This design comes from an exercise in tuning for small area, a short achievable clock period and few clock cycles per item on the open sky130 flow, not from production work.
In this exercise RTL edits were held to simulation tests only and were not proved equivalent to the original.
No activity file was given, so power comes from the tool's default toggle rates.

==> flow/run.sh <==
#!/bin/bash
# Standard synthesis, then the standard layout with these changes: ORFS's
# timing repair aims for a larger setup margin, the port buffers are buf_1,
# and clock tree synthesis clusters up to 20 registers per leaf buffer and
# inserts no dummy loads. The clock period and all constraints are unchanged.
set -euo pipefail
bash standard.sh synth > synth.log 2>&1
sed "s/SETUP_SLACK_MARGIN=[0-9.]*/SETUP_SLACK_MARGIN=16.5 'BUFFER_PORTS_ARGS=-buffer_cell sky130_fd_sc_hd__buf_1' 'CTS_ARGS=-sink_clustering_enable -repair_clock_nets -dont_use_dummy_load -sink_clustering_size 20 -sink_clustering_max_diameter 300'/" standard.sh > layout.sh
bash layout.sh > layout.log 2>&1
==> standard.sh <==
#!/bin/bash
# synth_recipe.tcl (not shown) runs the flow's synth.tcl, then flattens the netlist and writes it again
# the make line also repeats each setting of config.mk as NAME=value (left out here)
make -C /OpenROAD-flow-scripts/flow DESIGN_CONFIG=/design/flow/config.mk WORK_HOME=/design/flow/orfs CLKGATE_MAP_FILE= SYNTH_SCRIPT=/design/flow/synth_recipe.tcl "${@:-finish}"
==> constraint.sdc <==
create_clock -name core_clock -period 22.0 [get_ports {clk}]
set_input_delay 4.4000 -clock core_clock [delete_from_list [all_inputs] [get_ports {clk}]]
set_output_delay 4.4000 -clock core_clock [all_outputs]
set_load 0.01 [all_outputs]
==> design.v <==
module merge_alu (
    input  wire [63:0] a,         
    input  wire [63:0] b,         
    input  wire [2:0]  sb,        
    input  wire [2:0]  tgt,       
    input  wire        cin,       
    output wire [63:0] s,         
    output wire        cmsb       
);
    wire [63:0] p = a ^ b;
    wire [63:0] g = a & b;
    wire [63:0] gl [0:3];
    wire [63:0] pl [0:3];
    assign gl[0] = g;
    assign pl[0] = p;
    genvar l, j, k;
    generate
        for (l = 0; l < 3; l = l + 1) begin : lvl
            for (j = 0; j < 64; j = j + 1) begin : bt
                if (((j % 8) >> l) & 1) begin : cmb
                    localparam integer q = (j & ~((1 << l) - 1)) - 1;
                    assign gl[l+1][j] = gl[l][j] | (pl[l][j] & gl[l][q]);
                    assign pl[l+1][j] = pl[l][j] & pl[l][q];
                end else begin : pas
                    assign gl[l+1][j] = gl[l][j];
                    assign pl[l+1][j] = pl[l][j];
                end
            end
        end
    endgenerate
    wire [7:0] bg0, bp0;
    generate
        for (k = 0; k < 8; k = k + 1) begin : bsig
            wire gk = (k == tgt) ? gl[3][8*k+6] : gl[3][8*k+7];
            wire pk = (k == tgt) ? pl[3][8*k+6] : pl[3][8*k+7];
            assign bg0[k] = (k > tgt) ? 1'b0 : (k == sb) ? (gk | (pk & cin)) : gk;
            assign bp0[k] = (k > tgt) ? 1'b1 : (k == sb) ? 1'b0 : pk;
        end
    endgenerate
    wire [7:0] bg [0:3];
    wire [7:0] bp [0:3];
    assign bg[0] = bg0;
    assign bp[0] = bp0;
    generate
        for (l = 0; l < 3; l = l + 1) begin : blvl
            for (k = 0; k < 8; k = k + 1) begin : bb
                if ((k >> l) & 1) begin : cmb
                    localparam integer q = (k & ~((1 << l) - 1)) - 1;
                    assign bg[l+1][k] = bg[l][k] | (bp[l][k] & bg[l][q]);
                    assign bp[l+1][k] = bp[l][k] & bp[l][q];
                end else begin : pas
                    assign bg[l+1][k] = bg[l][k];
                    assign bp[l+1][k] = bp[l][k];
                end
            end
        end
    endgenerate
    wire [7:0] bco = bg[3];
    assign cmsb = bco[7];
    wire [63:0] ci;
    generate
        for (k = 0; k < 8; k = k + 1) begin : cin_b
            wire cb;
            if (k == 0) begin : b0
                assign cb = cin;
            end else begin : bk
                assign cb = (k == sb) ? cin : bco[k-1];
            end
            assign ci[8*k] = cb;
            for (j = 1; j < 8; j = j + 1) begin : cbit
                assign ci[8*k+j] = gl[3][8*k+j-1] | (pl[3][8*k+j-1] & cb);
            end
        end
    endgenerate
    assign s = p ^ ci;
endmodule
module slot_merge_unit (
    input  wire        clk,
    input  wire        rst,
    input  wire        in_valid,
    output wire        in_ready,
    input  wire        in_first,
    input  wire        in_last,
    input  wire [63:0] in_v,
    input  wire        in_t,
    input  wire        in_f,
    input  wire [1:0]  in_lane,
    input  wire [2:0]  in_action,
    input  wire [3:0]  in_op,
    input  wire [5:0]  in_ofs,
    input  wire [5:0]  in_width_m1,
    input  wire        in_bad,
    input  wire        in_bad_policy,
    input  wire [63:0] in_x,
    output reg         out_valid,
    input  wire        out_ready,
    output reg  [63:0] out_v,
    output reg         out_t,
    output reg         out_f,
    output reg         out_collide,
    output reg         out_invalid,
    output reg         out_saturated,
    output reg  [3:0]  out_skipped
);
    localparam ACT_WRITE = 3'd2, ACT_MERGE = 3'd3;
    wire in_mg  = (in_action == ACT_MERGE);
    wire in_sub = in_mg && ((in_op == 4'h2) || (in_op == 4'h3) || (in_op == 4'h4) || (in_op == 4'h5));
    wire in_cnt = in_mg && (in_op == 4'hA);
    wire [63:0] in_xc = in_cnt ? {63'd0, in_x[0]} : in_x;
    wire [63:0] in_y  = (in_xc << {in_ofs[5:3], 3'b000}) ^ {64{in_sub}};
    reg        rdy_q;
    reg        s1v;
    reg [63:0] sy;
    reg [5:0]  sofs, swm1;
    reg [3:0]  sop;
    reg        swr, smg, ssub, sbad, sbp, sfirst, slast;
    reg [63:0] v0;
    reg        t0, f0;
    reg [1:0]  lane;
    assign in_ready = rdy_q;
    wire take = in_valid && rdy_q;
    always @(posedge clk) begin
        sy     <= in_y;
        sofs   <= in_ofs;
        swm1   <= in_width_m1;
        sop    <= in_op;
        swr    <= (in_action == ACT_WRITE);
        smg    <= in_mg;
        ssub   <= in_sub;
        sbad   <= in_bad;
        sbp    <= in_bad_policy;
        sfirst <= in_first;
        slast  <= in_last;
        if (take && in_first) begin
            v0   <= in_v;
            t0   <= in_t;
            f0   <= in_f;
            lane <= in_lane;
        end
    end
    reg [63:0] acc;
    reg        any_wr_q, wbad_q, bpi_q, done_q, sat_q;
    reg [3:0]  skip_q;
    reg        acc_done;
    wire op_or   = (sop == 4'h0);
    wire op_and  = (sop == 4'h1);
    wire op_min  = (sop == 4'h2) || (sop == 4'h3);
    wire op_max  = (sop == 4'h4) || (sop == 4'h5);
    wire op_sgn  = (sop == 4'h3) || (sop == 4'h5);
    wire op_fst  = (sop == 4'h6);
    wire op_bset = (sop == 4'h7);
    wire op_sumu = (sop == 4'h8) || (sop == 4'hA);
    wire op_sums = (sop == 4'h9);
    wire op_xor  = (sop == 4'hB);
    wire op_lane = op_min || op_max || op_sumu || op_sums;
    reg [5:0] lm1;
    always @* begin
        case (lane)
            2'd0: lm1 = 6'd7;
            2'd1: lm1 = 6'd15;
            2'd2: lm1 = 6'd31;
            default: lm1 = 6'd63;
        endcase
    end
    wire [2:0]  sb   = sofs[5:3];
    wire [2:0]  tgt  = sofs[5:3] | lm1[5:3];
    wire [63:0] s;
    wire        cm;
    merge_alu u_alu (
        .a(v0), .b(sy), .sb(sb), .tgt(tgt), .cin(ssub), .s(s), .cmsb(cm)
    );
    wire an_t = v0[{tgt, 3'd7}];
    wire bn_t = sy[{tgt, 3'd7}];
    wire as_t = an_t ^ op_sgn;
    wire bs_t = bn_t ^ op_sgn;
    wire ge1 = as_t || bs_t,  ge0 = as_t && bs_t;      
    wire co1 = an_t || bn_t,  co0 = an_t && bn_t;      
    wire ov1 = !an_t && !bn_t, ov0 = an_t && bn_t;     
    wire sel_s1 = (op_sumu && !co1) || (op_sums && !ov1);
    wire sel_s0 = (op_sumu && !co0) || (op_sums && !ov0);
    wire sel_x1 = (op_min && ge1) || (op_max && !ge1);
    wire sel_x0 = (op_min && ge0) || (op_max && !ge0);
    wire sel_v1 = (op_min && !ge1) || (op_max && ge1);
    wire sel_v0 = (op_min && !ge0) || (op_max && ge0);
    wire sel_s = cm ? sel_s1 : sel_s0;
    wire sel_x = cm ? sel_x1 : sel_x0;
    wire sel_v = cm ? sel_v1 : sel_v0;
    wire sel_1 = op_sumu && (cm ? co1 : co0);
    wire sel_c = op_sums && (cm ? ov1 : ov0);
    integer i;
    wire       mg_bset = smg && op_bset;
    wire [5:0] lo = mg_bset ? sy[5:0] : sofs;
    wire [5:0] hi = mg_bset ? sy[5:0] : (smg && op_lane) ? (sofs | lm1) : (sofs + swm1);
    wire [63:0] xs = sy << sofs[2:0];
    reg [63:0] fld, lmsb;
    always @* begin
        for (i = 0; i < 64; i = i + 1) begin
            fld[i] = (i >= lo) && (i <= hi);
            case (lane)
                2'd0: lmsb[i] = (i % 8  == 7);
                2'd1: lmsb[i] = (i % 16 == 15);
                2'd2: lmsb[i] = (i % 32 == 31);
                default: lmsb[i] = (i == 63);
            endcase
        end
    end
    reg [3:0] tt;    
    always @* begin
        if (swr || op_fst) tt = 4'b1010;
        else if (op_or)    tt = 4'b1110;
        else if (op_and)   tt = 4'b1000;
        else if (op_xor)   tt = 4'b0110;
        else if (op_bset)  tt = 4'b1111;
        else               tt = {sel_v, sel_v || sel_x, 1'b0, sel_x};
    end
    wire sum_op = !swr && (op_sumu || op_sums);
    reg [63:0] f;
    always @* begin
        for (i = 0; i < 64; i = i + 1)
            f[i] = tt[{v0[i], xs[i]}] ||
                   (sum_op && ((sel_s && s[i]) || sel_1 || (sel_c && !(lmsb[i] ^ an_t))));
    end
    wire       sat_t = sel_1 || sel_c;
    wire bpi_cur  = !sfirst && bpi_q;
    wire contrib  = !(op_fst && t0) && !(op_bset && sy[7]);
    wire apply    = smg && !sbad && contrib;
    wire en       = s1v && ((swr && !t0) || (apply && !bpi_cur));
    wire zero_b   = s1v && swr && !t0 && (sfirst || !any_wr_q);
    wire v0_b     = s1v && !zero_b && (sfirst || (smg && sbad && sbp));
    wire acc_b    = !zero_b && !v0_b;
    wire [63:0] base = ({64{v0_b}} & v0) | ({64{acc_b}} & acc);
    wire [63:0] fm   = fld & {64{en}};
    wire [63:0] acc_n = (fm & f) | (~fm & base);
    wire        any_wr_n = s1v ? ((!sfirst && any_wr_q) || swr) : any_wr_q;
    wire        wbad_n   = s1v ? ((!sfirst && wbad_q) || (swr && sbad)) : wbad_q;
    wire        bpi_n    = s1v ? (bpi_cur || (smg && sbad && sbp)) : bpi_q;
    wire        done_n   = s1v ? ((!sfirst && done_q) || apply) : done_q;
    wire        sat_n    = s1v ? ((!sfirst && sat_q) || (apply && sat_t)) : sat_q;
    wire [3:0]  skip_n   = s1v ? ((sfirst ? 4'd0 : skip_q) + {3'd0, smg && sbad}) : skip_q;
    wire out_free = !out_valid || out_ready;
    wire fin      = s1v && slast;
    wire load     = out_free && (acc_done || fin);
    wire acc_done_n = (acc_done || fin) && !out_free;
    wire out_valid_n = load || (out_valid && !out_ready);
    wire s1v_n    = take;
    always @(posedge clk) begin
        acc      <= acc_n;
        any_wr_q <= any_wr_n;
        wbad_q   <= wbad_n;
        bpi_q    <= bpi_n;
        done_q   <= done_n;
        sat_q    <= sat_n;
        skip_q   <= skip_n;
        if (load) begin
            out_v         <= acc_n;
            out_t         <= t0 || any_wr_n || bpi_n || done_n;
            out_f         <= any_wr_n ? (t0 ? f0 : !wbad_n) : (f0 && !bpi_n);
            out_collide   <= any_wr_n && t0;
            out_invalid   <= (any_wr_n && !t0 && wbad_n) || bpi_n;
            out_saturated <= sat_n && !bpi_n;
            out_skipped   <= bpi_n ? 4'd0 : skip_n;
        end
        if (rst) begin
            s1v       <= 1'b0;
            acc_done  <= 1'b0;
            out_valid <= 1'b0;
            rdy_q     <= 1'b1;
        end else begin
            s1v       <= s1v_n;
            acc_done  <= acc_done_n;
            out_valid <= out_valid_n;
            rdy_q     <= !acc_done_n && !(s1v_n && in_last && out_valid_n);
        end
    end
endmodule
==> config.mk <==
export PLATFORM = sky130hd
export DESIGN_NAME = slot_merge_unit
export DESIGN_NICKNAME = slot_merge_unit
export VERILOG_FILES = /design/flow/design.v
export SDC_FILE = /design/flow/constraint.sdc
export NUM_CORES = 8
export LEC_CHECK = 0
export CAP_MARGIN = 20
export CORE_MARGIN = 2
export CORE_UTILIZATION = 40
export SETUP_SLACK_MARGIN = 2.0
export SLEW_MARGIN = 40
==> flow_summary.json, run 1 <==
{
  "status": "complete, no violations",
  "clock_sink_count": 305,
  "netlist_top_cells_count": "nand2_1, nor2_1, a21oi_1",
  "timing.hold.worst.class": "flop to flop",
  "final_layout_size_suffix_gt1_share_pct": 14.6,
  "clockBufferDepth": 3,
  "io_pins": 234,
  "grt.met3_usage_pct": 6.58,
  "async_set_or_reset_flop_fraction_in_the_synthesized_netlist_pct": 0,
  "buffers_added_on_ports": 233,
  "wl_per_cell_um": 29.5,
  "nFillCells": 5146,
  "placement_rows": 85,
  "share_of_total_power_in_sequential_cells_pct": 43.8,
  "clk_pin_slew_worst_paths_ns": 0.09,
  "synth_cell_type_count": 83,
  "dp_hpwl_mm": 68.8,
  "grt.overflow.total": 0,
  "critical_path.slowest_cell": "edfxtp_1",
  "finalWirelength_mm": 92.1,
  "slowest_delay_ns": 0.44,
  "setup_viol": 0,
  "final_min_period_over_clock_period_pct": 25.2,
  "finalHoldViolations": 0,
  "syn_area_per_cell_um2": 9.56,
  "cellLeakagePower_nw": 9.01,
  "synthFlopType": "dfxtp_1",
  "viasPerCell": 6.46,
  "p_sw_mw": 0.594,
  "critPathTopFamily": "flip-flops",
  "simple_gate_fraction_of_synth_area_pct": 13.6,
  "grt_first_pass_wirelength_mm": 132,
  "first_pass_iters": 6,
  "drc": 0,
  "finalCriticalPeriod_ns": 5.55,
  "synth_xor_area_share_pct": 4.79,
  "design.die.area_um2": 56200,
  "cp.required_ns": 17.60,
  "p_comb_share_pct": 34.7,
  "setup_tns_ns": 0,
  "fraction_of_power_spent_switching_nets_pct": 36.5,
  "ant_nets": 0,
  "numCtsBuffers": 19,
  "yosys.area_share.adder_pct": 4.96,
  "postCtsHoldBufs": 0,
  "timing.max_cap.violations": 0,
  "post-synth-top-count-cell": "nand2_1",
  "initialDrtViolationCount": 2414,
  "synth_area_leaders": "edfxtp_1, dfxtp_1, mux4_2, mux2i_1, nand2_1",
  "kind_of_end_point_of_the_critical_path": "primary output",
  "route.vias.total": 20181,
  "crit_path_cell_trace": "buf_6",
  "tritoncts_clock_tree": "yes",
  "place_worst_setup_slack_ns": 15.16,
  "floorplan.initialDensity_pct": 40.4,
  "worst_skew_pair.late_latency_ns": 0.56,
  "grt_use_met1_pct": 44.5,
  "maximum_vdd_ir_drop_mv": 0.0469,
  "ys_ff_latch": 305,
  "grt_most_used_layer": "met2",
  "report.final.slew_viol_count": 0,
  "synthesis.area_um2": 21700,
  "grt_antenna_before_repair": 4,
  "timing.hold.ws_ns": 0.452,
  "cp_data_arrival_time_ns": 1.15,
  "flow.area_growth_from_synthesis_pct": 12.6,
  "yosysWarnings": 2,
  "timing.critical_path.buf_inv": 1,
  "synth-compound-area-share_pct": 19.3,
  "cell_internal_pwr_mw": 1.03,
  "grt_util_met2_pct": 47.3,
  "synthMuxAreaShare_pct": 19.1,
  "fmax_ghz": 0.180,
  "worst-path-max-fanout": 1,
  "clk_root_buffer_cell": "clkbuf_16",
  "dieHeight_um": 237,
  "die_width_um": 237,
  "postSynthNetCount": 2512,
  "path_class": "flop to primary output",
  "synth_top_family_by_area": "compound AO/OA/AOI/OAI gates",
  "pin_count_of_the_biggest_net_entering_global_routing": 84,
  "pwr_density_cell_nw_per_um2": 66.4,
  "synth_top_cell_by_area": "edfxtp_1",
  "p_clk_share_pct": 21.5,
  "synth.top_cell.area_share_pct": 19.5,
  "fp.coreArea_um2": 53800,
  "slew_at_the_pin_closest_to_its_max_slew_limit_ns": 0.951,
  "finalWeightedCongestion": 1.00,
  "layout_setup_ws_ns": 16.45,
  "grt_use_total_pct": 31.8,
  "synth_seq_area_share_pct": 34.6,
  "worstSetupStartpointType": "flop",
  "ctsHtreeMaxLevel": 1,
  "clock-skew-final_ns": 0.0487,
  "nets": 2669,
  "slew_headroom_pct": 35.8,
  "grt_setup_unrepaired": "yes",
  "synth_cells": 2273,
  "vias_in_the_first_global_route": 18729,
  "count_of_flip_flops_with_a_built_in_enable_after_synthesis": 141
}
[flip-flops by register name (all words and copies together), names as in the netlist, 2 cells and up]
register,cells
sy,64
skip_q,4
sofs,6
swm1,6
sop,4
out_skipped,4
lane,2
v0,64
acc,64
out_v,64
[placed cells by master, fill, tap and decap left out, types with 15 or more instances in the layout]
cell type / Yosys / routed
nand2_1: 249 / 236
buf_1: 20 / 204
nor2_1: 194 / 186
a21oi_1: 184 / 179
dfxtp_1: 164 / 158
edfxtp_1: 141 / 141
mux2i_1: 125 / 123
mux4_2: 121 / 121
o21ai_0: 117 / 108
xnor2_1: 77 / 77
ha_1: 71 / 71
inv_1: 53 / 53
buf_4: 0 / 44
a211oi_1: 51 / 43
xor2_1: 42 / 42
a31oi_1: 43 / 42
nor3_1: 41 / 41
nand3_1: 31 / 31
o21a_1: 28 / 27
nor2b_1: 28 / 24
clkbuf_16: 0 / 22
a21o_1: 21 / 21
clkbuf_2: 0 / 19
o211ai_1: 18 / 18
a22oi_2: 0 / 17
mux2_2: 15 / 15
and2_1: 15 / 15
o22ai_1: 15 / 15
[area by class of cell]
class	instances	area, um^2	share of cell area, %
antenna	1	2.50	0.0102
clock buffer	19	475	1.94
inverter	54	203	0.828
multi-input combinational	1762	13900	56.8
sequential	305	7530	30.8
tap	696	871	3.56
timing repair buffer	288	1490	6.10
[cells by family (layout without fill, tap and decap cells)]
| logic type | count (synthesis) | in the layout |
|---|---|---|
| and+or+nand+nor | 654 | 655 |
| AOI/OAI and AO/OA | 646 | 646 |
| DFF | 305 | 305 |
| muxes | 261 | 261 |
| buffers and inverters | 207 | 361 |
| xor gates and xnor gates | 119 | 119 |
| adders and majority gates | 81 | 81 |
| other | 0 | 1 |
[final timing paths]
kind / endpoint / startpoint / slack [ns] / depth (start not counted)
worst min register to register: done_q / done_q / 0.45 / 2
worst max register to register: out_v[43] / lane[1] / 16.54 / 11
worst min-delay path: done_q / done_q / 0.45 / 2
worst max-delay path: out_v[63] / out_v[63] / 16.45 / 1
[what timing repair did]
action,4_1_cts,5_1_grt
cloned,1,3
pin swaps,2,3
setup endpoints to repair,130,57
buffers inserted,5,7
resized for setup,26,27
[metal layers]
| layer | wire length (um) | part of all wire [%] |
|---|---|---|
| met1 | 38500 | 42 |
| met2 | 39700 | 43 |
| met3 | 9200 | 10 |
| met4 | 4620 | 5.0 |
| met5 | 12 | 0.013 |
[stage by stage]
stage,area (um^2),std cells,util (%),power (mW)
2_1_floorplan,22400,2273,-,1.07
3_3_place_gp,23600,3088,43.9,1.26
3_5_place_dp,23700,3089,44.0,1.26
4_1_cts,24300,3114,45.1,1.61
5_1_grt,24500,3124,45.5,1.69
6_report,24500,3125,45.5,1.63
[power groups by stage]
stage | sequential, mW | combinational (mW) | clock, mW
floorplan | 0.691 | 0.384 | 0
CTS | 0.709 | 0.546 | 0.358
global route | 0.715 | 0.599 | 0.374
finish | 0.712 | 0.565 | 0.349
detailed placement | 0.722 | 0.542 | 0
global placement | 0.721 | 0.539 | 0
[worst min-delay path: stages, from the launching register on]
cell,delay [ns]
dfxtp_1,0.31
nand2_1,0.05
nand2_1,0.05
Testbench counts, summed over its fixed seeds: cycles 50,915, slots 12,000.
==> run 2, diff against run 1 <==
--- a/config.mk
+++ b/config.mk
@@ -7,6 +7,7 @@
 export LEC_CHECK = 0
 export CAP_MARGIN = 20
 export CORE_MARGIN = 2
-export CORE_UTILIZATION = 40
+export CORE_UTILIZATION = 50
+export PLACE_DENSITY = 0.65
 export SETUP_SLACK_MARGIN = 2.0
 export SLEW_MARGIN = 40
==> run 2 against run 1 <==
Against the previous run: sequential cell count did not move; sequential power barely moved; sequential share of layout area increased by 0.081 points; hold slack improved by 0.0041 ns.
==> flow_summary.json, run 2 <==
{
  "finalWirelength_mm": 91.2,
  "wl_per_cell_um": 30.2,
  "clk_root_buffer_cell": "clkbuf_16",
  "report.final.slew_viol_count": 0,
  "worst-path-max-fanout": 1,
  "finalWeightedCongestion": 1.02,
  "slowest_delay_ns": 0.42,
  "worst_skew_pair.late_latency_ns": 0.54,
  "buffers_added_on_ports": 233,
  "antenna_cells_inserted": 0,
  "yosysWarnings": 2,
  "finalHoldViolations": 0,
  "tritoncts_clock_tree": "yes",
  "cp_data_arrival_time_ns": 1.10,
  "placed_cells": 2981,
  "ctsHtreeMaxLevel": 1,
  "crit_path_cell_trace": "clkbuf_2",
  "io_pins": 234,
  "viasPerCell": 6.78,
  "netlist_top_cells_count": "nand2_1, nor2_1, a21oi_1",
  "final_common_cell": "nand2_1",
  "first_pass_iters": 6,
  "critical_path.reg2reg.startpoint": "v0[12]",
  "count_of_flip_flops_with_a_built_in_enable_after_synthesis": 141,
  "instances_no_fill": 3018,
  "synth_top_cell_by_area": "edfxtp_1",
  "route.vias.total": 20470,
  "grt_setup_unrepaired": "yes",
  "synth_cell_type_count": 83,
  "syn_area_per_cell_um2": 9.56,
  "dieHeight_um": 213,
  "synth_area_leaders": "edfxtp_1, dfxtp_1, mux4_2, mux2i_1, nand2_1",
  "final_layout_size_suffix_gt1_share_pct": 14.4,
  "floorplan.initialDensity_pct": 50.6,
  "final_min_period_over_clock_period_pct": 25.0,
  "timing.critical_path.buf_inv": 1,
  "synth_seq_area_share_pct": 34.6,
  "pin_count_of_the_biggest_net_entering_global_routing": 84,
  "clock_sink_count": 305,
  "timing.hold.ws_ns": 0.456,
  "place_worst_setup_slack_ns": 15.18,
  "design.die.area_um2": 45200,
  "synth.top_cell.area_share_pct": 19.5,
  "cp.required_ns": 17.60,
  "dp_hpwl_mm": 68.3,
  "initialDrtViolationCount": 2333,
  "status": "complete, no violations",
  "die_width_um": 213,
  "grt.overflow.total": 0,
  "numCtsBuffers": 19,
  "min-delay-start": "done_q",
  "pwr_density_cell_nw_per_um2": 66.5,
  "fmax_ghz": 0.182,
  "fp.coreArea_um2": 43000,
  "maximum_vdd_ir_drop_mv": 0.0705,
  "total_power_mw": 1.62,
  "clk_pin_slew_worst_paths_ns": 0.08,
  "synth_cells": 2273,
  "cellLeakagePower_nw": 9.01,
  "ys_ff_latch": 305,
  "grt_antenna_before_repair": 2,
  "grt_use_total_pct": 40.1,
  "clockBufferDepth": 3,
  "slew_at_the_pin_closest_to_its_max_slew_limit_ns": 1.08,
  "placement_rows": 76,
  "timing.max_cap.violations": 0,
  "kind_of_end_point_of_the_critical_path": "primary output",
  "critPathTopFamily": "flip-flops",
  "path_class": "flop to primary output",
  "timing.hold.worst.class": "flop to flop",
  "critical_path.slowest_cell": "edfxtp_1",
  "flow.area_growth_from_synthesis_pct": 12.3,
  "mostFrequentLayoutCells": "nand2_1, buf_1, nor2_1",
  "synthFlopType": "dfxtp_1",
  "post-synth-top-count-cell": "nand2_1",
  "grt_first_pass_wirelength_mm": 132,
  "layout_setup_ws_ns": 16.50,
  "setup_tns_ns": 0,
  "synthesis.area_um2": 21700,
  "vias_in_the_first_global_route": 19349,
  "finalCriticalPeriod_ns": 5.50,
  "worstSetupStartpointType": "flop",
  "clock-skew-final_ns": 0.0522,
  "ant_nets": 0,
  "postSynthNetCount": 2512,
  "setup_viol": 0,
  "drc": 0,
  "async_set_or_reset_flop_fraction_in_the_synthesized_netlist_pct": 0,
  "nets": 2674,
  "slew_headroom_pct": 27.3,
  "cp-startpoint": "out_v[27]"
}
## run 2: where the power goes
part,total [mW],switching [mW],internal [mW]
clock network,0.343,0.189,0.154
logic,0.568,0.342,0.226
registers,0.714,0.0600,0.653
total,1.62,0.591,1.03
## run 2: final timing paths
path | endpoint | slack (ns) | cells after the start
min | done_q | 0.46 | 2
max reg2reg | out_v[22] | 16.65 | 13
max | out_v[27] | 16.50 | 1
min reg2reg | done_q | 0.46 | 2
## run 2: cell families (layout without fill, tap and decap cells)
| kind of cell | count (synthesis) | count (layout) | synth area share [%] |
|---|---|---|---|
| adder cells (fa/ha/maj) | 81 | 81 | 4.96 |
| XOR/XNOR | 119 | 119 | 4.79 |
| AO/OA/AOI/OAI | 646 | 646 | 19.3 |
| buffers and inverters | 207 | 366 | 3.74 |
| AND/OR/NAND/NOR | 654 | 655 | 13.6 |
| multiplexers | 261 | 261 | 19.1 |
| flip-flops | 305 | 305 | 34.6 |
## run 2: worst register-to-register path: cells and delay by family (launching register included)
family,cells,cell delay [ns]
adder cells (fa/ha/maj),1,0.40
AND/OR/NAND/NOR,3,1.02
flip-flops,1,0.52
buffers and inverters,1,0.35
AO/OA/AOI/OAI,8,2.93
## run 2: area by class of cell
type | instances | area, um^2
clock buffer | 19 | 475
fill | 3851 | 18600
inverter | 54 | 203
multi-input combinational | 1762 | 13900
sequential | 305 | 7520
tap | 585 | 732
timing repair buffer | 293 | 1540
## run 2: through the flow
step,utilization (%),area (um^2)
2_1_floorplan,-,22400
3_3_place_gp,54.6,23500
3_5_place_dp,54.9,23600
4_1_cts,56.4,24200
5_1_grt,56.8,24400
6_report,56.8,24400
## run 2: per-layer routing
layer | global-route usage [%] | share of wire (%)
met5 | 0 | 0.013
met4 | 20.8 | 6.2
met3 | 9.28 | 12
met2 | 60.7 | 43
met1 | 53.5 | 38
## run 2: timing repair
item,in CTS,in global routing
hold buffers,0,0
setup endpoints to repair,111,120
gates resized for setup,14,30
buffers inserted,7,8
pin swaps,2,8
gates cloned,2,1
==> run 3, diff against run 2 <==
--- a/config.mk
+++ b/config.mk
@@ -7,7 +7,6 @@
 export LEC_CHECK = 0
 export CAP_MARGIN = 20
 export CORE_MARGIN = 2
-export CORE_UTILIZATION = 50
-export PLACE_DENSITY = 0.65
+export CORE_UTILIZATION = 40
 export SETUP_SLACK_MARGIN = 2.0
-export SLEW_MARGIN = 40
+export SLEW_MARGIN = 50
==> run 3 against run 2 <==
Against the previous run: clock skew is 0.017 ns higher; fmax is 0.52% lower; sequential power hardly changed; register-to-register slack worse by 0.05 ns; via count is 1.7% lower; non-clock buffer count is 7 higher; utilization is 11 points lower; die area is 25% higher; critical path type unchanged; highest routed layer is now met4.
==> flow_summary.json, run 3 <==
{
  "worstRegToRegCells": 10,
  "grt_setup_unrepaired": "yes",
  "p_clk_share_pct": 21.4,
  "p_comb_share_pct": 34.9,
  "grt_use_total_pct": 31.8,
  "die_width_um": 237,
  "finalCriticalPeriod_ns": 5.53,
  "io_pins": 234,
  "pwr_density_cell_nw_per_um2": 66.1,
  "wl_per_cell_um": 29.3,
  "clk_root_buffer_cell": "clkbuf_16",
  "synth-compound-area-share_pct": 19.3,
  "async_set_or_reset_flop_fraction_in_the_synthesized_netlist_pct": 0,
  "cp_data_arrival_time_ns": 1.13,
  "place_worst_setup_slack_ns": 15.39,
  "viasPerCell": 6.41,
  "worst_skew_pair.late_latency_ns": 0.56,
  "dp_hpwl_mm": 68.8,
  "nFillCells": 5195,
  "worstReg2RegEnd": "out_v[31]",
  "final_layout_size_suffix_gt1_share_pct": 15.6,
  "netlist_top_cells_count": "nand2_1, nor2_1, a21oi_1",
  "path_class": "flop to primary output",
  "kind_of_end_point_of_the_critical_path": "primary output",
  "finalWirelength_mm": 92.0,
  "ctsHtreeMaxLevel": 1,
  "critical_path.slowest_cell": "edfxtp_1",
  "final_min_period_over_clock_period_pct": 25.2,
  "finalHoldViolations": 0,
  "status": "complete, no violations",
  "timing.max_cap.violations": 0,
  "placement_rows": 85,
  "synth_cells": 2273,
  "critPathTopFamily": "flip-flops",
  "timing.critical_path.depth": 1,
  "p_sw_mw": 0.596,
  "seqCellArea_um2": 7530,
  "report.final.slew_viol_count": 0,
  "grt.overflow.total": 0,
  "timing.critical_path.buf_inv": 1,
  "final_common_cell": "nand2_1",
  "finalWeightedCongestion": 1.00,
  "drc": 0,
  "synth_xor_area_share_pct": 4.79,
  "pin_count_of_the_biggest_net_entering_global_routing": 84,
  "layout_setup_ws_ns": 16.47,
  "setup_tns_ns": 0,
  "synth.top_cell.area_share_pct": 19.5,
  "tritoncts_clock_tree": "yes",
  "fmax_ghz": 0.181,
  "slew_at_the_pin_closest_to_its_max_slew_limit_ns": 0.789,
  "synthesis.area_um2": 21700,
  "count_of_flip_flops_with_a_built_in_enable_after_synthesis": 141,
  "syn_area_per_cell_um2": 9.56,
  "synth_top_cell_by_area": "edfxtp_1",
  "design.die.area_um2": 56200,
  "vias_in_the_first_global_route": 18887,
  "clockBufferDepth": 3,
  "dieHeight_um": 237,
  "grt_antenna_before_repair": 2,
  "post-synth-top-count-cell": "nand2_1",
  "worst-path-max-fanout": 1,
  "nets": 2681,
  "postSynthNetCount": 2512,
  "route.vias.total": 20118,
  "critical_path.reg2reg.startpoint": "lane[1]",
  "simple_gate_fraction_of_synth_area_pct": 13.6,
  "floorplan.initialDensity_pct": 40.4,
  "buffers_added_on_ports": 233,
  "synthMuxAreaShare_pct": 19.1,
  "maximum_vdd_ir_drop_mv": 0.0452,
  "synth_seq_area_share_pct": 34.6,
  "numCtsBuffers": 19,
  "rrSetupSlack_ns": 16.60,
  "clock_sink_count": 305,
  "slew_headroom_pct": 47.4,
  "slowest_delay_ns": 0.44,
  "initialDrtViolationCount": 2524,
  "cell_internal_pwr_mw": 1.03,
  "clk_pin_slew_worst_paths_ns": 0.08,
  "yosysWarnings": 2,
  "cp.required_ns": 17.60,
  "grt_first_pass_wirelength_mm": 132,
  "postCtsHoldBufs": 0,
  "worstSetupStartpointType": "flop",
  "mostFrequentLayoutCells": "nand2_1, buf_1, nor2_1",
  "timing.hold.worst.class": "flop to flop",
  "ys_ff_latch": 305,
  "crit_path_cell_trace": "buf_6",
  "synth_cell_type_count": 83,
  "cp-startpoint": "out_v[63]",
  "fp.coreArea_um2": 53800,
  "yosys.area_share.adder_pct": 4.96,
  "synthFlopType": "dfxtp_1",
  "ant_nets": 0,
  "multi_input_comb_area_um2": 14000,
  "clock-skew-final_ns": 0.0693,
  "total_power_mw": 1.63,
  "share_of_total_power_in_sequential_cells_pct": 43.7,
  "first_pass_iters": 6,
  "setup_viol": 0,
  "synth_area_leaders": "edfxtp_1, dfxtp_1, mux4_2, mux2i_1, nand2_1",
  "fraction_of_power_spent_switching_nets_pct": 36.6,
  "cellLeakagePower_nw": 9.10,
  "finalCoreUtilization_pct": 45.8,
  "flow.area_growth_from_synthesis_pct": 13.4,
  "synth_top_family_by_area": "compound AO/OA/AOI/OAI gates",
  "setup.worst_path.end": "out_v[63]"
}
-- run 3: power by group through the flow --
stage                     clock, mW  sequential (mW)  combinational, mW
final                         0.349            0.712              0.569
after global routing          0.374            0.714              0.603
after CTS                     0.354            0.709              0.549
after detailed placement          0            0.722              0.545
after global placement            0            0.721              0.539
after floorplan                   0            0.691              0.384
-- run 3: final cells by class --
class / count / area share [%]
flip-flops and latches: 305 / 30.5
repair buffers: 300 / 6.52
well taps: 696 / 3.53
diodes: 2 / 0.0203
multi-input cells: 1762 / 56.7
inverters: 54 / 0.822
clock buffers: 19 / 1.93
-- run 3: stage by stage --
step | hold slack, ns | cell area, um^2 | cells
floorplan | 0.412 | 22400 | 2273
global placement | 0.434 | 23600 | 3088
detailed placement | 0.436 | 23700 | 3090
CTS | 0.455 | 24400 | 3117
global route | 0.499 | 24700 | 3136
finish | 0.452 | 24700 | 3138
-- run 3: timing repair --
action | 4_1_cts | 5_1_grt
setup endpoints to repair | 102 | 57
resized for setup | 18 | 32
setup buffers | 7 | 16
cloned | 1 | 2
pin swaps | 2 | 8
-- run 3: how the worst min path moves through the flow --
| stage | startpoint | endpoint | cells after the start |
|---|---|---|---|
| floorplan | done_q | done_q | 2 |
| global placement | done_q | done_q | 2 |
| detailed placement | done_q | done_q | 2 |
| CTS | done_q | done_q | 2 |
| global route | done_q | done_q | 2 |
| finish | done_q | done_q | 2 |
-- run 3: per-layer routing --
metal	global-route usage, %	wire, um	up-vias
met5	0	0	-
met4	13.4	4500	0
met3	5.84	9200	199
met2	47.8	39500	1199
met1	45.0	38800	9830
li1	-	-	8890
-- run 3: cell families (layout without fill, tap and decap cells) --
family	after synthesis	in the layout
simple gates	654	655
compound gates	646	646
flops	305	305
mux	261	261
buf+inv	207	373
xor+xnor	119	119
fa+ha+maj	81	81
other cells	0	2
==> run 4, diff against run 3 <==
--- a/config.mk
+++ b/config.mk
@@ -9,4 +9,4 @@
 export CORE_MARGIN = 2
 export CORE_UTILIZATION = 40
 export SETUP_SLACK_MARGIN = 2.0
-export SLEW_MARGIN = 50
+export SLEW_MARGIN = 30
==> run 4 against run 3 <==
Against the previous run: still clean; combinational power shrank 1%; via count grew 0.34%; non-clock buffer count is 16 lower; utilization down 0.41 points; synthesized cell count unchanged; clock power is essentially flat; first-iteration DRC count fell by 5.7%; final cell count down 0.51%; die area unchanged; clock skew decreased by 0.016 ns; total power down 0.34%; global-route usage increased by 0.073 points; largest cell class unchanged; largest power group unchanged; highest routed layer is now met5.
==> flow_summary.json, run 4 <==
{
  "hold_depth": 2,
  "critPathTopFamily": "flip-flops",
  "pin_count_of_the_biggest_net_entering_global_routing": 84,
  "fmax_ghz": 0.181,
  "pwr_density_cell_nw_per_um2": 66.5,
  "synth_seq_area_share_pct": 34.6,
  "grt_first_pass_wirelength_mm": 132,
  "buffers_added_on_ports": 233,
  "numCtsBuffers": 19,
  "setup_tns_ns": 0,
  "cp_data_arrival_time_ns": 1.14,
  "die_width_um": 237,
  "placement.cell_area_um2": 23600,
  "grt_use_total_pct": 31.9,
  "postSynthNetCount": 2512,
  "slowest_delay_ns": 0.44,
  "slew_headroom_pct": 33.7,
  "layout_setup_ws_ns": 16.46,
  "design.die.area_um2": 56200,
  "timing.critical_path.depth": 1,
  "worstSetupStartpointType": "flop",
  "io_pins": 234,
  "initialDrtViolationCount": 2381,
  "post-synth-top-count-cell": "nand2_1",
  "netlist_top_cells_count": "nand2_1, nor2_1, a21oi_1",
  "synthFlopType": "dfxtp_1",
  "ant_nets": 0,
  "instances_no_fill": 3122,
  "syn_area_per_cell_um2": 9.56,
  "grt_setup_unrepaired": "yes",
  "final_layout_size_suffix_gt1_share_pct": 14.7,
  "synth_cells": 2273,
  "worst-path-max-fanout": 1,
  "clock-skew-final_ns": 0.0529,
  "share_of_total_power_in_sequential_cells_pct": 43.9,
  "ys_ff_latch": 305,
  "p_comb_share_pct": 34.6,
  "path_class": "flop to primary output",
  "finalWeightedCongestion": 1.00,
  "timing.critical_path.buf_inv": 1,
  "report.final.slew_viol_count": 0,
  "worstRegToRegCells": 10,
  "placed_cells": 3088,
  "synth_area_leaders": "edfxtp_1, dfxtp_1, mux4_2, mux2i_1, nand2_1",
  "p_clk_share_pct": 21.5,
  "flow.area_growth_from_synthesis_pct": 12.4,
  "kind_of_end_point_of_the_critical_path": "primary output",
  "finalInstanceArea_um2": 24400,
  "count_of_flip_flops_with_a_built_in_enable_after_synthesis": 141,
  "viasPerCell": 6.47,
  "vias_in_the_first_global_route": 18727,
  "finalHoldViolations": 0,
  "floorplan.initialDensity_pct": 40.4,
  "ctsHtreeMaxLevel": 1,
  "grt_antenna_before_repair": 2,
  "synthesis.area_um2": 21700,
  "finalCriticalPeriod_ns": 5.54,
  "route.vias.total": 20187,
  "first_pass_iters": 6,
  "setup_viol": 0,
  "clk_pin_slew_worst_paths_ns": 0.08,
  "synth_cell_type_count": 83,
  "clk_root_buffer_cell": "clkbuf_16",
  "grt.overflow.total": 0,
  "clock_sink_count": 305,
  "dp_hpwl_mm": 68.8,
  "fp.coreArea_um2": 53800,
  "wl_per_cell_um": 29.4,
  "total_power_mw": 1.62,
  "maximum_vdd_ir_drop_mv": 0.0456,
  "mostFrequentLayoutCells": "nand2_1, buf_1, nor2_1",
  "rrSetupSlack_ns": 16.52,
  "worst_skew_pair.late_latency_ns": 0.56,
  "synth.top_cell.area_share_pct": 19.5,
  "slew_at_the_pin_closest_to_its_max_slew_limit_ns": 0.988,
  "crit_path_cell_trace": "buf_6",
  "final_min_period_over_clock_period_pct": 25.2,
  "final_common_cell": "nand2_1",
  "yosysWarnings": 2,
  "status": "complete, no violations",
  "timing.max_cap.violations": 0,
  "nets": 2666,
  "cellLeakagePower_nw": 9.01,
  "place_worst_setup_slack_ns": 14.56,
  "p_sw_mw": 0.593,
  "timing.hold.worst.class": "flop to flop",
  "fraction_of_power_spent_switching_nets_pct": 36.5,
  "async_set_or_reset_flop_fraction_in_the_synthesized_netlist_pct": 0,
  "tritoncts_clock_tree": "yes",
  "finalWirelength_mm": 91.9,
  "placement_rows": 85,
  "drc": 0,
  "critical_path.slowest_cell": "edfxtp_1",
  "dieHeight_um": 237,
  "clockBufferDepth": 3,
  "cp.required_ns": 17.60,
  "cell_internal_pwr_mw": 1.03,
  "synth_top_cell_by_area": "edfxtp_1"
}
## run 4: changes by cell type in the layout (fill, tap and decap cells not counted), sizes merged
cell	change
buf	-21
clkbuf	+5
diode	-1
nor2	+1
## run 4: cell type report
type / count / area [um^2]
fillers: 5185 / 29400
multi-input cells: 1763 / 13900
flip-flops and latches: 305 / 7530
repair buffers: 284 / 1450
well taps: 696 / 871
clock buffers: 19 / 475
inverters: 54 / 203
diodes: 1 / 2.50
## run 4: cell families (layout without fill, tap and decap cells)
kind of cell | count (synthesis) | in the layout | share of synthesized area, %
AOI/OAI and AO/OA | 646 | 646 | 19.3
and+or+nand+nor | 654 | 656 | 13.6
buffers and inverters | 207 | 357 | 3.74
adders and majority gates | 81 | 81 | 4.96
xor gates and xnor gates | 119 | 119 | 4.79
muxes | 261 | 261 | 19.1
DFF | 305 | 305 | 34.6
other | 0 | 1 | 0
## run 4: what timing repair did
action | CTS | global route
endpoints found under the setup margin | 144 | 68
pin swaps | 3 | 9
setup buffers | 6 | 4
resized for setup | 29 | 40
cloned | 2 | 2
hold buffers | 0 | 0
## run 4: metrics by stage
stage	util, %	hold WS (ns)
floorplan	-	0.412
global placement	43.9	0.434
detailed placement	43.9	0.439
CTS	45.1	0.463
global route	45.4	0.488
finish	45.4	0.456
## run 4: worst paths after layout
| check | start | endpoint |
|---|---|---|
| worst min-delay path | done_q | done_q |
| worst min register to register | done_q | done_q |
| worst max register to register | lane[1] | out_v[39] |
| worst max-delay path | out_v[63] | out_v[63] |
## run 4: per-layer routing
metal | vias to the layer above | wire length (um) | track usage (%)
met5 | - | 13 | 0
met4 | 2 | 3880 | 11.6
met3 | 181 | 9470 | 5.98
met2 | 1240 | 40300 | 48.8
met1 | 9896 | 38300 | 45.0
li1 | 8868 | - | -
## run 4: power groups by stage
stage,Clock [mW],Combinational [mW],Sequential [mW]
floorplan,0,0.384,0.691
global placement,0,0.539,0.721
detailed placement,0,0.542,0.722
CTS,0.358,0.546,0.709
global route,0.375,0.598,0.715
finish,0.349,0.562,0.713
==> run 5, diff against run 4 <==
--- a/config.mk
+++ b/config.mk
@@ -8,5 +8,6 @@
 export CAP_MARGIN = 20
 export CORE_MARGIN = 2
 export CORE_UTILIZATION = 40
+export PLACE_DENSITY = 0.8
 export SETUP_SLACK_MARGIN = 2.0
 export SLEW_MARGIN = 30
==> run 5 against run 4 <==
Against the previous run: hold slack gained 0.0069 ns; highest routed layer is now met4; sequential cell count is the same; clock skew grew 0.0073 ns; critical path depth is the same; combinational power shrank 2%; total power shrank 0.29%; critical path type unchanged; still clean on timing, DRC and antenna; sequential power is essentially flat; sequential share of layout area is essentially flat; cell area is essentially flat; setup slack lost 0.021 ns; clock power grew 1%; synthesized cell count is the same.
==> flow_summary.json, run 5 <==
{
  "count_of_flip_flops_with_a_built_in_enable_after_synthesis": 141,
  "synthFlopType": "dfxtp_1",
  "share_of_total_power_in_sequential_cells_pct": 44.1,
  "wl_per_cell_um": 27.7,
  "first_pass_iters": 6,
  "cp_data_arrival_time_ns": 1.16,
  "vias_in_the_first_global_route": 18704,
  "placement_rows": 85,
  "maximum_vdd_ir_drop_mv": 0.0470,
  "total_power_mw": 1.62,
  "route.vias.total": 20332,
  "final_common_cell": "nand2_1",
  "timing.critical_path.buf_inv": 1,
  "critPathTopFamily": "flip-flops",
  "design.die.area_um2": 56200,
  "grt_first_pass_wirelength_mm": 126,
  "syn_area_per_cell_um2": 9.56,
  "finalWirelength_mm": 86.4,
  "synth_area_leaders": "edfxtp_1, dfxtp_1, mux4_2, mux2i_1, nand2_1",
  "mostFrequentLayoutCells": "nand2_1, buf_1, nor2_1",
  "ant_nets": 0,
  "nFillCells": 5146,
  "fp.coreArea_um2": 53800,
  "cp.required_ns": 17.60,
  "floorplan.initialDensity_pct": 40.4,
  "final_min_period_over_clock_period_pct": 25.3,
  "crit_path_cell_trace": "clkbuf_2",
  "post-synth-top-count-cell": "nand2_1",
  "clock_sink_count": 305,
  "critical_path.slowest_cell": "edfxtp_1",
  "synthesis.area_um2": 21700,
  "finalCriticalPeriod_ns": 5.56,
  "netlist_top_cells_count": "nand2_1, nor2_1, a21oi_1",
  "numCtsBuffers": 19,
  "slew_headroom_pct": 27.7,
  "grt.overflow.total": 0,
  "hold_depth": 2,
  "synth_seq_area_share_pct": 34.6,
  "dieHeight_um": 237,
  "clockBufferDepth": 3,
  "initialDrtViolationCount": 2599,
  "finalHoldViolations": 0,
  "p_comb_share_pct": 34.0,
  "ys_ff_latch": 305,
  "fmax_ghz": 0.180,
  "cp-startpoint": "out_v[59]",
  "worstSetupStartpointType": "flop",
  "min-delay-start": "rdy_q",
  "status": "complete, no violations",
  "die_width_um": 237,
  "tritoncts_clock_tree": "yes",
  "timing.hold.worst.class": "flop to flop",
  "clk_root_buffer_cell": "clkbuf_16",
  "worst-path-max-fanout": 1,
  "clock-skew-final_ns": 0.0601,
  "grt_use_total_pct": 29.8,
  "ctsHtreeMaxLevel": 1,
  "finalWeightedCongestion": 1.08,
  "slowest_delay_ns": 0.44,
  "cell_internal_pwr_mw": 1.03,
  "async_set_or_reset_flop_fraction_in_the_synthesized_netlist_pct": 0,
  "timing.critical_path.depth": 1,
  "final_layout_size_suffix_gt1_share_pct": 14.6,
  "flow.area_growth_from_synthesis_pct": 12.4,
  "synth_cells": 2273,
  "synth_top_cell_by_area": "edfxtp_1",
  "worstRegToRegCells": 11,
  "p_clk_share_pct": 21.9,
  "worst_skew_pair.late_latency_ns": 0.59,
  "synth_cell_type_count": 83,
  "timing.max_cap.violations": 0,
  "postSynthNetCount": 2512,
  "grt_setup_unrepaired": "yes",
  "nets": 2663,
  "cellLeakagePower_nw": 9.00,
  "pin_count_of_the_biggest_net_entering_global_routing": 84,
  "yosysWarnings": 2,
  "setup_tns_ns": 0,
  "grt_antenna_before_repair": 3,
  "drc": 0,
  "path_class": "flop to primary output",
  "viasPerCell": 6.52,
  "clk_pin_slew_worst_paths_ns": 0.08,
  "synth.top_cell.area_share_pct": 19.5,
  "report.final.slew_viol_count": 0,
  "pwr_density_cell_nw_per_um2": 66.3,
  "slew_at_the_pin_closest_to_its_max_slew_limit_ns": 1.07,
  "p_sw_mw": 0.590,
  "dp_hpwl_mm": 63.7,
  "io_pins": 234,
  "buffers_added_on_ports": 233,
  "critical_path.reg2reg.startpoint": "sofs[5]",
  "kind_of_end_point_of_the_critical_path": "primary output",
  "setup_viol": 0,
  "fraction_of_power_spent_switching_nets_pct": 36.4
}
-- run 5: cell count changes in the layout (fill, tap and decap cells not counted), sizes merged --
cell	delta
buf	-3
-- run 5: repair_timing --
| item | 4_1_cts | 5_1_grt |
|---|---|---|
| resized for setup | 28 | 37 |
| cloned | 2 | 3 |
| hold endpoints to repair | 0 | 0 |
| setup endpoints to repair | 177 | 67 |
| setup buffers | 6 | 5 |
| pin swaps | 3 | 6 |
| hold buffers | 0 | 0 |
-- run 5: cell families after synthesis --
kind of cell | synth area share, %
AOI/OAI and AO/OA | 19.3
DFF | 34.6
adders and majority gates | 4.96
xor gates and xnor gates | 4.79
muxes | 19.1
buffers and inverters | 3.74
and+or+nand+nor | 13.6
-- run 5: stage by stage --
| step | instance area (um^2) | util (%) | setup slack [ns] | std cells | hold slack, ns |
|---|---|---|---|---|---|
| after global routing | 24400 | 45.4 | 16.42 | 3119 | 0.470 |
| final | 24400 | 45.4 | 16.44 | 3119 | 0.463 |
| after floorplan | 22400 | - | 15.95 | 2273 | 0.412 |
| after detailed placement | 23600 | 43.8 | 14.68 | 3083 | 0.456 |
| after CTS | 24200 | 45.0 | 16.43 | 3110 | 0.469 |
| after global placement | 23600 | 43.8 | 14.68 | 3083 | 0.431 |
-- run 5: layout make-up --
type	count	area (um^2)	area share, %
Sequential cell	305	7520	30.8
Antenna cell	1	2.50	0.0102
Clock buffer	19	475	1.95
Timing Repair Buffer	281	1430	5.85
Tap cell	696	871	3.56
Multi-Input combinational cell	1763	13900	57.0
Inverter	54	203	0.829
-- run 5: worst paths after layout --
check | slack (ns) | endpoint
setup reg to reg | 16.59 | out_v[23]
hold reg to reg | 0.46 | s1v
hold / removal | 0.46 | s1v
setup / recovery | 16.44 | out_v[59]
-- run 5: metal layers --
layer / global-route usage [%] / up-vias / share of wire, %
li1: - / 8864 / -
met4: 16.0 / 0 / 6.8
met2: 44.0 / 1518 / 42
met1: 40.4 / 9661 / 38
met5: 0 / - / 0
met3: 7.29 / 289 / 13
-- run 5: power by group through the flow --
stage | sequential [mW] | clock [mW] | combinational (mW)
global route | 0.716 | 0.379 | 0.588
CTS | 0.709 | 0.361 | 0.529
finish | 0.714 | 0.354 | 0.551
detailed placement | 0.722 | 0 | 0.525
floorplan | 0.691 | 0 | 0.384
global placement | 0.721 | 0 | 0.523
==> run 6, diff against run 5 <==
--- a/config.mk
+++ b/config.mk
@@ -8,6 +8,6 @@
 export CAP_MARGIN = 20
 export CORE_MARGIN = 2
 export CORE_UTILIZATION = 40
-export PLACE_DENSITY = 0.8
+export GPL_ROUTABILITY_DRIVEN = 0
 export SETUP_SLACK_MARGIN = 2.0
 export SLEW_MARGIN = 30
==> run 6 against run 5 <==
Against the previous run: still clean; die area unchanged; global-route usage up 0.44 points; combinational power hardly changed; synthesized area stayed put; first-iteration DRC count increased by 6.1%; synthesized cell count unchanged; setup slack better by 0.058 ns; total power fell by 0.65%; clock skew decreased by 0.0048 ns; sequential share of layout area grew 0.16 points; critical path type unchanged.
==> flow_summary.json, run 6 <==
{
  "cp.required_ns": 17.60,
  "nets": 2657,
  "cellLeakagePower_nw": 8.92,
  "path_class": "flop to primary output",
  "multi_input_comb_area_um2": 13900,
  "critPathTopFamily": "flip-flops",
  "flow.area_growth_from_synthesis_pct": 11.9,
  "yosysWarnings": 2,
  "nFillCells": 5216,
  "clk_root_buffer_cell": "clkbuf_16",
  "buffers_added_on_ports": 233,
  "finalCriticalPeriod_ns": 5.50,
  "numCtsBuffers": 19,
  "first_pass_iters": 6,
  "worst_skew_pair.late_latency_ns": 0.56,
  "dieHeight_um": 237,
  "postCtsHoldBufs": 0,
  "finalHoldViolations": 0,
  "mostFrequentLayoutCells": "nand2_1, buf_1, nor2_1",
  "status": "complete, no violations",
  "crit_path_cell_trace": "clkbuf_2",
  "maximum_vdd_ir_drop_mv": 0.0412,
  "clock_sink_count": 305,
  "worst-path-max-fanout": 1,
  "synth_cells": 2273,
  "wl_per_cell_um": 28.0,
  "placement_rows": 85,
  "clock-skew-final_ns": 0.0553,
  "kind_of_end_point_of_the_critical_path": "primary output",
  "grt_setup_unrepaired": "yes",
  "synthesis.area_um2": 21700,
  "timing.hold.worst.class": "flop to flop",
  "seqCellArea_um2": 7530,
  "floorplan.initialDensity_pct": 40.4,
  "pwr_density_cell_nw_per_um2": 66.2,
  "final_common_cell": "nand2_1",
  "timing.max_cap.violations": 0,
  "grt_antenna_before_repair": 4,
  "grt_use_met1_pct": 40.3,
  "report.final.slew_viol_count": 0,
  "grt.overflow.total": 0,
  "ys_ff_latch": 305,
  "post-synth-top-count-cell": "nand2_1",
  "synth.top_cell.area_share_pct": 19.5,
  "slew_at_the_pin_closest_to_its_max_slew_limit_ns": 1.01,
  "layout_setup_ws_ns": 16.50,
  "vias_in_the_first_global_route": 19568,
  "fmax_ghz": 0.182,
  "synth_area_leaders": "edfxtp_1, dfxtp_1, mux4_2, mux2i_1, nand2_1",
  "worstSetupStartpointType": "flop",
  "die_width_um": 237,
  "synth_cell_type_count": 83,
  "drc": 0,
  "synthFlopType": "dfxtp_1",
  "initialDrtViolationCount": 2757,
  "pin_count_of_the_biggest_net_entering_global_routing": 84,
  "grt_most_used_layer": "met2",
  "final_min_period_over_clock_period_pct": 25.0,
  "place_worst_setup_slack_ns": 14.65,
  "total_power_mw": 1.61,
  "synth_top_cell_by_area": "edfxtp_1",
  "count_of_flip_flops_with_a_built_in_enable_after_synthesis": 141,
  "netlist_top_cells_count": "nand2_1, nor2_1, a21oi_1",
  "grt_util_met2_pct": 45.1,
  "clk_pin_slew_worst_paths_ns": 0.08,
  "syn_area_per_cell_um2": 9.56,
  "design.die.area_um2": 56200,
  "critical_path.slowest_cell": "edfxtp_1",
  "tritoncts_clock_tree": "yes",
  "io_pins": 234,
  "setup_viol": 0,
  "route.vias.total": 20497,
  "viasPerCell": 6.58,
  "slowest_delay_ns": 0.41,
  "ctsHtreeMaxLevel": 1,
  "grt_first_pass_wirelength_mm": 128,
  "finalCoreUtilization_pct": 45.2,
  "final_layout_size_suffix_gt1_share_pct": 13.9,
  "setup_tns_ns": 0,
  "postSynthNetCount": 2512,
  "ant_nets": 0,
  "clockBufferDepth": 3,
  "timing.critical_path.buf_inv": 1,
  "cp_data_arrival_time_ns": 1.10,
  "fp.coreArea_um2": 53800,
  "finalWirelength_mm": 87.1,
  "async_set_or_reset_flop_fraction_in_the_synthesized_netlist_pct": 0,
  "synth_seq_area_share_pct": 34.6,
  "dp_hpwl_mm": 64.4,
  "grt.met3_usage_pct": 8.34,
  "slew_headroom_pct": 30.7,
  "grt_use_total_pct": 30.3
}
-- run 6: cell count changes in the layout (fill, tap and decap cells not counted), sizes merged --
cell,previous run,this run
clkbuf,50,37
buf,250,257
diode,1,2
-- run 6: cell type report --
| cell class | count | area share (%) |
|---|---|---|
| antenna | 2 | 0.0206 |
| clock buffer | 19 | 1.96 |
| inverter | 54 | 0.834 |
| multi-input combinational | 1763 | 57.2 |
| sequential | 305 | 31.0 |
| tap | 696 | 3.58 |
| timing repair buffer | 275 | 5.41 |
-- run 6: what timing repair did --
action,in CTS,in global routing
buffers inserted,5,5
endpoints found under the setup margin,154,70
pin swaps,3,3
resized for setup,22,23
cloned,2,1
-- run 6: per-layer routing --
metal | vias up | wire length, um
li1 | 8846 | -
met1 | 9822 | 33900
met2 | 1519 | 36800
met3 | 310 | 11100
met4 | 0 | 5420
met5 | - | 0
-- run 6: worst paths after layout --
kind             start        end  slack, ns  cells past startpoint
max reg2reg     sy[53]  out_v[31]      16.50                     13
min             done_q     done_q       0.46                      2
min reg2reg     done_q     done_q       0.46                      2
max          out_v[17]  out_v[17]      16.50                      1
-- run 6: cells by family after synthesis --
group	count (synthesis)	synth area share (%)
AO/OA/AOI/OAI	646	19.3
XOR/XNOR	119	4.79
adder cells (fa/ha/maj)	81	4.96
buffers and inverters	207	3.74
flip-flops	305	34.6
multiplexers	261	19.1
AND/OR/NAND/NOR	654	13.6
-- run 6: power by group --
part           internal (mW)  leakage (nW)  switching (mW)
clock                  0.154         0.234           0.191
combinational          0.220          6.00           0.332
sequential             0.654          2.69          0.0591
-- run 6: metrics by stage --
step | instance area, um^2 | instances | hold slack [ns]
6_report | 24300 | 3114 | 0.460
4_1_cts | 24200 | 3106 | 0.461
3_3_place_gp | 23500 | 3079 | 0.439
3_5_place_dp | 23600 | 3080 | 0.443
5_1_grt | 24300 | 3112 | 0.474
2_1_floorplan | 22400 | 2273 | 0.412
==> run 7, diff against run 6 <==
==> flow/run.sh (replaced) <==
#!/bin/bash
# Standard synthesis, then the standard layout with these changes: ORFS's
# timing repair aims for a larger setup margin, the port buffers are buf_1,
# and clock tree synthesis clusters up to 20 registers per leaf buffer and
# inserts no dummy loads. The clock period and all constraints are unchanged.
set -euo pipefail
bash standard.sh synth > synth.log 2>&1
sed "s/SETUP_SLACK_MARGIN=[0-9.]*/SETUP_SLACK_MARGIN=16.3 'BUFFER_PORTS_ARGS=-buffer_cell sky130_fd_sc_hd__buf_1' 'CTS_ARGS=-sink_clustering_enable -repair_clock_nets -dont_use_dummy_load -sink_clustering_size 20 -sink_clustering_max_diameter 300'/" standard.sh > layout.sh
bash layout.sh > layout.log 2>&1
--- a/config.mk
+++ b/config.mk
@@ -8,6 +8,5 @@
 export CAP_MARGIN = 20
 export CORE_MARGIN = 2
 export CORE_UTILIZATION = 40
-export GPL_ROUTABILITY_DRIVEN = 0
 export SETUP_SLACK_MARGIN = 2.0
 export SLEW_MARGIN = 30
==> run 7 against run 6 <==
Against the previous run: sequential power is essentially flat; sequential cell count is the same; utilization shrank 0.74 points; non-clock buffer count grew 1; clock skew is essentially flat; sequential share of layout area grew 0.49 points; fmax shrank 1.2%; synthesized cell count is the same; die area is the same; critical path depth grew 11.
==> flow_summary.json, run 7 <==
{
  "status": "complete, no violations",
  "synth.top_cell.area_share_pct": 19.5,
  "wl_per_cell_um": 29.1,
  "count_of_flip_flops_with_a_built_in_enable_after_synthesis": 141,
  "cellLeakagePower_nw": 8.79,
  "vias_in_the_first_global_route": 18782,
  "cp_data_arrival_time_ns": 5.81,
  "antenna_cells_inserted": 0,
  "multi_input_comb_area_um2": 13600,
  "final_min_period_over_clock_period_pct": 25.3,
  "grt_first_pass_wirelength_mm": 131,
  "worst-path-max-fanout": 20,
  "yosysWarnings": 2,
  "die_width_um": 237,
  "clockBufferDepth": 3,
  "report.final.slew_viol_count": 0,
  "final_common_cell": "nand2_1",
  "synth_top_cell_by_area": "edfxtp_1",
  "ant_nets": 0,
  "grt.overflow.total": 0,
  "kind_of_end_point_of_the_critical_path": "flop",
  "numCtsBuffers": 19,
  "first_pass_iters": 6,
  "synthFlopType": "dfxtp_1",
  "instances_no_fill": 3111,
  "synth_seq_area_share_pct": 34.6,
  "ctsHtreeMaxLevel": 1,
  "floorplan.initialDensity_pct": 40.4,
  "final_layout_size_suffix_gt1_share_pct": 10.4,
  "grt_antenna_before_repair": 3,
  "ys_ff_latch": 305,
  "clock-skew-final_ns": 0.0557,
  "timing.hold.worst.class": "flop to flop",
  "postSynthNetCount": 2512,
  "setup_viol": 0,
  "design.die.area_um2": 56200,
  "pwr_density_cell_nw_per_um2": 67.3,
  "finalWirelength_mm": 90.6,
  "maximum_vdd_ir_drop_mv": 0.0485,
  "io_pins": 234,
  "synth_cells": 2273,
  "finalCoreUtilization_pct": 44.5,
  "initialDrtViolationCount": 2147,
  "netlist_top_cells_count": "nand2_1, nor2_1, a21oi_1",
  "finalHoldViolations": 0,
  "post-synth-top-count-cell": "nand2_1",
  "cp.required_ns": 22.24,
  "tritoncts_clock_tree": "yes",
  "placement_rows": 85,
  "nFillCells": 5276,
  "syn_area_per_cell_um2": 9.56,
  "clk_root_buffer_cell": "clkbuf_16",
  "finalCriticalPeriod_ns": 5.57,
  "mostFrequentLayoutCells": "nand2_1, buf_1, nor2_1",
  "finalWeightedCongestion": 0.998,
  "pin_count_of_the_biggest_net_entering_global_routing": 84,
  "viasPerCell": 6.38,
  "path_class": "flop to flop",
  "placement.cell_area_um2": 23400,
  "buffers_added_on_ports": 233,
  "route.vias.total": 19837,
  "slew_headroom_pct": 25.7,
  "clk_pin_slew_worst_paths_ns": 0.09,
  "critical_path.reg2reg.startpoint": "lane[1]",
  "synthesis.area_um2": 21700,
  "flow.area_growth_from_synthesis_pct": 10.0,
  "min-delay-start": "done_q",
  "synth_cell_type_count": 83,
  "drc": 0,
  "timing.max_cap.violations": 0,
  "worst_skew_pair.late_latency_ns": 0.57,
  "clock_sink_count": 305,
  "async_set_or_reset_flop_fraction_in_the_synthesized_netlist_pct": 0,
  "fp.coreArea_um2": 53800,
  "worstSetupStartpointType": "flop",
  "setup_tns_ns": 0,
  "placed_cells": 3091,
  "grt_use_total_pct": 31.5,
  "cp-startpoint": "lane[1]",
  "synth_area_leaders": "edfxtp_1, dfxtp_1, mux4_2, mux2i_1, nand2_1",
  "dieHeight_um": 237,
  "seqCellArea_um2": 7520,
  "grt_setup_unrepaired": "yes",
  "finalInstanceArea_um2": 23900,
  "slew_at_the_pin_closest_to_its_max_slew_limit_ns": 1.10,
  "nets": 2656,
  "fmax_ghz": 0.180,
  "dp_hpwl_mm": 68.4
}
[run 7: stage by stage]
| stage | worst slack [ns] | hold slack, ns | power, mW |
|---|---|---|---|
| after floorplan | 15.95 | 0.412 | 1.06 |
| after global placement | 15.11 | 0.432 | 1.25 |
| after detailed placement | 15.04 | 0.434 | 1.25 |
| after CTS | 16.36 | 0.451 | 1.60 |
| after global routing | 16.30 | 0.477 | 1.67 |
| final | 16.43 | 0.453 | 1.61 |
[run 7: cells by family after synthesis]
family	Yosys count	share of synthesized area, %
simple gates	654	13.6
compound gates	646	19.3
flops	305	34.6
mux	261	19.1
buf+inv	207	3.74
xor+xnor	119	4.79
fa+ha+maj	81	4.96
[run 7: path summary, 6_finish.rpt]
check / slack, ns / endpoint / cells past startpoint
worst max register to register: 16.43 / out_v[27] / 12
worst min register to register: 0.45 / done_q / 2
worst min-delay path: 0.45 / done_q / 2
worst max-delay path: 16.43 / out_v[27] / 12
[run 7: area by class of cell]
| cell class | instances | area share, % |
|---|---|---|
| Tap cell | 696 | 3.64 |
| Clock buffer | 19 | 1.99 |
| Multi-Input combinational cell | 1761 | 56.8 |
| Inverter | 54 | 0.847 |
| Sequential cell | 305 | 31.4 |
| Timing Repair Buffer | 276 | 5.25 |
[run 7: worst max-delay path, stage by stage (launching register included)]
cell and delay, ns:
edfxtp_1 0.66, or2_1 0.36, or4_1 0.62, a221oi_2 0.61
o211ai_2 0.40, a211oi_4 0.39, nor2_2 0.13, o31a_1 0.29
buf_4 0.27, nor2_1 0.27, buf_4 0.46, a21oi_1 0.13
a41oi_1 0.61
[run 7: report_power, final]
part	internal [mW]	total, mW	switching [mW]
registers	0.654	0.713	0.0594
logic	0.217	0.547	0.330
clock network	0.154	0.348	0.194
[run 7: timing repair]
action	in CTS	in global routing
setup endpoints to repair	40	14
hold endpoints to repair	0	0
buffers inserted	0	0
gates resized for setup	9	6
hold buffers	0	0
[run 7: routing by layer]
layer	up-vias	wire length [um]	track usage, %
met2	1171	38600	47.6
li1	8847	-	-
met3	216	9930	6.93
met5	-	0	0
met1	9603	37200	43.5
met4	0	4850	14.0

re-timing with driven ports:
The flow's constraints put no driver on any port. The routed layouts listed below were extracted and timed again, unchanged, in two steps.
Step 1, drivers: a clkbuf_16 drives clk and a buf_2 each remaining input, both assumed.
Step 2 adds t to the input delays and takes it off the output delays; t is the mean of the earliest and latest rising clock arrival at the registers after step 1. Input paths then give back, and output paths get back, about the clock's delay inside the block.
Slacks: ideal ports / drivers / drivers and shift; pairs: ideal ports / drivers.
run	shift t [ns]	slack for setup (ns)	worst register clock-pin slew, ns
run 1	0.597	16.449 / 16.391 / 16.024	0.10 / 0.10
run 2	0.580	16.495 / 16.431 / 15.991	0.09 / 0.09
run 3	0.590	16.466 / 16.405 / 16.011	0.10 / 0.10
run 4	0.589	16.463 / 16.405 / 15.991	0.10 / 0.10
run 5	0.614	16.441 / 16.383 / 15.990	0.11 / 0.11
run 6	0.587	16.499 / 16.444 / 15.998	0.10 / 0.10
run 7	0.595	16.430 / 16.377 / 15.876	0.10 / 0.10
After both steps setup and hold are still met in every run listed. The setup slack of run 7, which loses most, moves by -0.053 ns with the drivers and by -0.554 ns with both steps.
